Source: an optimization exercise on an open RTL-to-GDS flow (aim: small area and a short achievable clock period). Production flows keep margins and buffers that such runs may drop. The RTL was checked by simulation tests, not by an equivalence proof against the original design.

## flow/design.v (module list and top-level ports; edited modules follow where they fit)
// module rs_enc: 867 lines
// module rs_dec: 2289 lines
// module case_ecc_codec: 37 lines
module case_ecc_codec (
    input  wire         clk,
    input  wire         rst,
    input  wire         enc_valid,
    input  wire [127:0] enc_data,
    output wire         enc_out_valid,
    output wire [31:0]  enc_out_check,
    input  wire         dec_valid,
    input  wire [159:0] dec_word,
    input  wire [19:0]  dec_erase,
    output wire         dec_out_valid,
    output wire [127:0] dec_out_data,
    output wire         dec_out_corrected,
    output wire         dec_out_uncorrectable,
    output wire [4:0]   dec_out_last_dev
);
  // ...
==> flow/flow/run.sh <==
#!/bin/bash
# Standard ORFS layout (standard.sh), with timing repair aiming below the
# clock period: repair_timing's setup margin set so that it keeps
# improving the worst paths well past the 16 ns constraint.
bash standard.sh SETUP_SLACK_MARGIN=10 TNS_END_PERCENT=100 finish > standard.log 2>&1
==> flow/standard.sh <==
#!/bin/bash
# synth_recipe.tcl (not shown) runs the flow's synth.tcl, then flattens the netlist and writes it again
# the make line also repeats each setting of config.mk as NAME=value (left out here)
make -C /OpenROAD-flow-scripts/flow DESIGN_CONFIG=/design/flow/config.mk WORK_HOME=/design/flow/orfs CLKGATE_MAP_FILE= SYNTH_SCRIPT=/design/flow/synth_recipe.tcl "${@:-finish}"
==> flow/config.mk <==
export PLATFORM = sky130hd
export DESIGN_NAME = case_ecc_codec
export DESIGN_NICKNAME = case_ecc_codec
export VERILOG_FILES = /design/flow/design.v
export SDC_FILE = /design/flow/constraint.sdc
export NUM_CORES = 4
export LEC_CHECK = 0
export CAP_MARGIN = 20
export CORE_MARGIN = 2
export CORE_UTILIZATION = 35
export SLEW_MARGIN = 20
==> flow/constraint.sdc <==
create_clock -name core_clock -period 16.0 [get_ports {clk}]
set_input_delay 3.2000 -clock core_clock [delete_from_list [all_inputs] [get_ports {clk}]]
set_output_delay 3.2000 -clock core_clock [all_outputs]
set_load 0.01 [all_outputs]
==> flow_metrics.py, run 1 <==
metrics = {
    "critical_path": {
        "r2r_slack_ns": 10.03,
        "cp_top_family": "XOR/XNOR gates",
        "cp-endpoint": "u_enc.out_check[7]",
        "slowest_stage": "clkdlybuf4s50_1",
        "ff2ff_path_depth": 17,
    },
    "run": {
        "drv_cap": 0,
    },
    "synth": {
        "synth_edf_count": 0,
        "synth_commonest_cells": "xnor2_1, xor2_1, dfxtp_1, nor2_1, nand2_1",
        "post-synth-top-count-cell": "xnor2_1",
        "ys_ff_latch": 599,
        "avgSynthCellArea_um2": 7.99,
    },
    "final_layout": {
        "multi_input_area_share_pct": 65.5,
        "fillers": 17400,
        "clock_area_share_pct": 3.51,
        "seq_share_pct": 16.2,
        "largestRegisters": "u_dec.data1 (128), u_dec.data2 (128), u_dec.out_data (128)",
    },
    "route": {
        "met3_length_um": 28200,
        "num_vias": 60500,
        "viasPerCell": 5.83,
        "wl_per_cell_um": 31.1,
        "top_layer": "met5",
        "antenna_left": 0,
        "drtIter0Drc": 8390,
    },
    "sta": {
        "min_period_over_period_pct": 38.4,
        "relSlewSlack_pct": 17.9,
        "slew_viol_final": 0,
        "setup-violations-final": 0,
        "fmax_mhz": 163,
        "skew_ns": 0.0769,
    },
    "worst_hold_path": {
        "hold_path_end": "u_dec.data2[68]",
        "hold_path_class": "reg -> reg",
    },
    "die": {
        "row_count": 153,
    },
    "outcome": {
        "status": "complete, no violations",
    },
    "place": {
        "dp.cells": 10100,
    },
    "clock_tree": {
        "cts.clk_slew.worst_paths_ns": 0.07,
        "root_buffer": "clkbuf_16",
    },
    "global_route": {
        "grt_use_total_pct": 34.2,
    },
}
==> run 2: changes to the inputs <==
==> flow/flow/run.sh (replaced) <==
#!/bin/bash
# Standard ORFS layout (standard.sh) with two changes:
#  - the port buffers are buf_2 cells instead of the delay buffers that
#    buffer_ports picks by default (every port still gets its buffer);
#  - timing repair aims below the clock period (repair_timing's setup
#    margin), so it keeps improving the worst paths past the constraint.
bash standard.sh SETUP_SLACK_MARGIN=10.5 TNS_END_PERCENT=100 \
    "BUFFER_PORTS_ARGS=-buffer_cell sky130_fd_sc_hd__buf_2" finish > standard.log 2>&1
==> flow_metrics.py, run 2 <==
metrics = {
    "die": {
        "io_pins": 481,
        "start_util_pct": 35.2,
        "fp.dieH_um": 422,
        "fp.coreArea_um2": 174000,
        "row_count": 153,
        "fp.dieW_um": 422,
        "die_area_um2": 178000,
    },
    "route": {
        "viasPerCell": 5.92,
        "num_vias": 62500,
        "routed_wl_um": 331000,
        "drtIter0Drc": 8415,
        "antenna_left": 0,
        "dr.pass1.iters": 11,
        "wl_per_cell_um": 31.4,
        "drc": 0,
    },
    "sta": {
        "fin_hold_ws_ns": 0.282,
        "hold_viol": 0,
        "setup-violations-final": 0,
        "fin_tns_setup_ns": 0,
        "fin_crit_ns": 5.60,
        "fmax_mhz": 179,
        "min_period_over_period_pct": 35.0,
        "slew_viol_final": 0,
        "tightest_slew_ns": 1.31,
        "grt_setup_unrepaired": "yes",
        "skew_ns": 0.0733,
        "relSlewSlack_pct": 11.8,
    },
    "clock_tree": {
        "cts.path.max_buffers": 3,
        "cts-hold-fix-buffers": 0,
        "cts_tree": "built",
        "clock_latency_ns": 0.72,
        "numCtsBuffers": 73,
        "root_buffer": "clkbuf_16",
        "cts.clk_slew.worst_paths_ns": 0.07,
        "htreeDepth": 3,
        "clkSinkCount": 599,
    },
    "critical_path": {
        "timing.rr.end": "u_dec.out_data[28]",
        "critPathMaxStageDelay_ns": 0.58,
        "cp-start-kind": "flop",
        "endpoint_kind": "flop",
        "cp.depth": 17,
        "setup.worst_path.class": "reg -> reg",
        "cp_max_fo": 11,
        "crit_top_cell": "or4_4",
        "cp_top_family": "simple AND/OR/NAND/NOR gates",
        "slowest_stage": "or4_4",
        "cp.required_ns": 16.56,
        "worstPathArrival_ns": 6.16,
        "ff2ff_path_depth": 17,
        "critical_path_buf_inv_count": 2,
        "r2r_slack_ns": 10.40,
        "r2r_start": "u_dec.e2[0]",
        "path_cells": "or4_4 > or4_4 > or4_4 > or4_4 > or3_4 > a211o_1 > o21ai_1 > a31oi_2 > a211oi_4 > buf_6 > buf_4 > or3_1 > nor2_1 > nand3_1 > a21oi_1 > nor4_2 > o311ai_1",
    },
    "final_layout": {
        "drive_above_1_share_pct": 19.1,
        "layout.nets": 8480,
        "area_growth_pct": 22.2,
        "largestRegisters": "u_dec.data1 (128), u_dec.data2 (128), u_dec.out_data (128)",
        "fillers": 17200,
        "design_area_um2": 74900,
        "final_cell_mix": "xnor2_1, xor2_1, dfxtp_1",
        "final_cells": 10600,
        "seq_area_um2": 12100,
        "multiInputGateArea_um2": 49600,
        "utilization_pct": 43.0,
        "layout_commonest_cell": "xnor2_1",
    },
    "synth": {
        "synth_top_area_cell": "xnor2_1",
        "post-synth-top-count-cell": "xnor2_1",
        "synth_commonest_cells": "xnor2_1, xor2_1, dfxtp_1, nor2_1, nand2_1",
        "synth.top_cell.area_share_pct": 32.0,
        "avgSynthCellArea_um2": 7.99,
        "async_flop_share_pct": 0,
        "synth_ff_type": "dfxtp_1",
        "yosysUniqueCellTypes": 96,
        "syn_inst": 7674,
        "yosys-top-cells-area": "xnor2_1, dfxtp_1, xor2_1",
        "synth_seq_area_share_pct": 19.6,
        "ys_ff_latch": 599,
        "synth_nets": 8017,
        "ys_warn_count": 2,
        "netlist_area_um2": 61300,
        "synth_edf_count": 0,
    },
    "worst_hold_path": {
        "hold_path_end": "u_dec.data2[93]",
        "worstHoldStart": "u_dec.data1[93]",
        "holdPathStages": 0,
        "hold_path_class": "reg -> reg",
    },
    "place": {
        "hpwl_um": 246000,
        "dp.cells": 10100,
        "gp_congestion": 1.04,
        "numPortBuffers": 480,
        "placed_area_um2": 66400,
    },
    "outcome": {
        "status": "complete, no violations",
    },
    "global_route": {
        "grt_pass1_wl_um": 446000,
        "grt_use_total_pct": 34.8,
        "gr-total-overflow": 0,
        "antenna_found_initial": 52,
        "grt_max_degree": 100,
        "first_global_vias": 57300,
    },
    "run": {
        "drv_cap": 0,
    },
}
run 2: worst max path at each step:
stage | start | to | slack [ns]
after CTS | u_dec.s0_2[6] | u_dec.out_data[74] | 10.45
after floorplan | u_dec.s0_2[0] | u_dec.out_data[124] | 10.50
after detailed placement | u_dec.s0_2[2] | u_dec.out_data[122] | 7.76
final | u_dec.e2[0] | u_dec.out_data[28] | 10.40
after global placement | u_dec.s0_2[2] | u_dec.out_data[122] | 7.81
after global routing | u_dec.hitb2[6] | u_dec.out_data[50] | 10.30
run 2: logic make-up after synthesis:
| logic type | after synthesis | share of synthesized area [%] |
|---|---|---|
| AOI/OAI and AO/OA | 1095 | 11.8 |
| xor gates and xnor gates | 2978 | 44.0 |
| adders and majority gates | 39 | 0.764 |
| buffers and inverters | 627 | 4.02 |
| DFF | 599 | 19.6 |
| muxes | 121 | 2.24 |
| and+or+nand+nor | 2215 | 17.6 |
run 2: worst reg2reg max path, stage by stage (launching register included):
cell	delay, ns
dfxtp_4	0.38
or4_4	0.58
or4_4	0.45
or4_4	0.47
or4_4	0.45
or3_4	0.38
a211o_1	0.30
o21ai_1	0.09
a31oi_2	0.14
a211oi_4	0.26
buf_6	0.18
buf_4	0.17
or3_1	0.57
nor2_1	0.22
nand3_1	0.19
a21oi_1	0.11
nor4_2	0.39
o311ai_1	0.17
run 2: area by class of cell:
cell class | count | share of cell area, %
Antenna cell | 38 | 0.127
Clock buffer | 90 | 2.65
Clock inverter | 40 | 0.663
Inverter | 74 | 0.466
Multi-Input combinational cell | 6454 | 66.3
Sequential cell | 599 | 16.1
Tap cell | 2325 | 3.89
Timing Repair Buffer | 935 | 9.79
run 2: metrics by stage:
stage / worst slack [ns]
after floorplan: 10.50
after global placement: 7.81
after detailed placement: 7.76
after CTS: 10.45
after global routing: 10.30
final: 10.40
run 2: what timing repair did:
action / CTS / global route
resized for setup: 316 / 276
pin swaps: 53 / 95
setup endpoints to repair: 199 / 177
gates cloned: 29 / 27
buffers inserted: 104 / 106
run 2: layer usage:
metal | part of all wire, % | track usage, % | routed length, um | up-vias
met5 | 0.066 | 0 | 219 | -
met4 | 9.3 | 24.7 | 30700 | 16
met3 | 9.6 | 6.79 | 31900 | 1128
met2 | 43 | 54.1 | 144000 | 4371
met1 | 38 | 42.9 | 125000 | 29800
li1 | - | - | - | 27100

[afterwards: timing with drivers on the ports]
Ports are ideal in the flow. The routed layouts listed here were re-timed in OpenROAD.
Step 1 sets driving cells, clkbuf_16 on the clock port and buf_2 on the other inputs (assumed; they add their load-dependent delay and slew).
Step 2 moves the port delays by t, midway between the first and last clock arrival at a register: inputs arrive t later, outputs are due t later. That takes back most of the time a late clock gives input paths.
Three values: ideal ports, drivers, drivers and shift; two values: the first two.
run | t, ns | slack for setup (ns) | hold slack, ns | clock arrival spread, ns | pins driven straight from the clock port
run 1 | 0.752 | 9.848 / 9.895 / 9.143 | 0.289 / 0.289 / 0.289 | 0.077 / 0.076 | 1
run 2 | 0.766 | 10.398 / 10.398 / 9.755 | 0.282 / 0.282 / 0.282 | 0.076 / 0.076 | 1
After both steps every run listed still meets setup and hold. For run 1, which loses most, drivers alone change the setup slack by +0.047 ns; drivers and shift together by -0.705 ns.
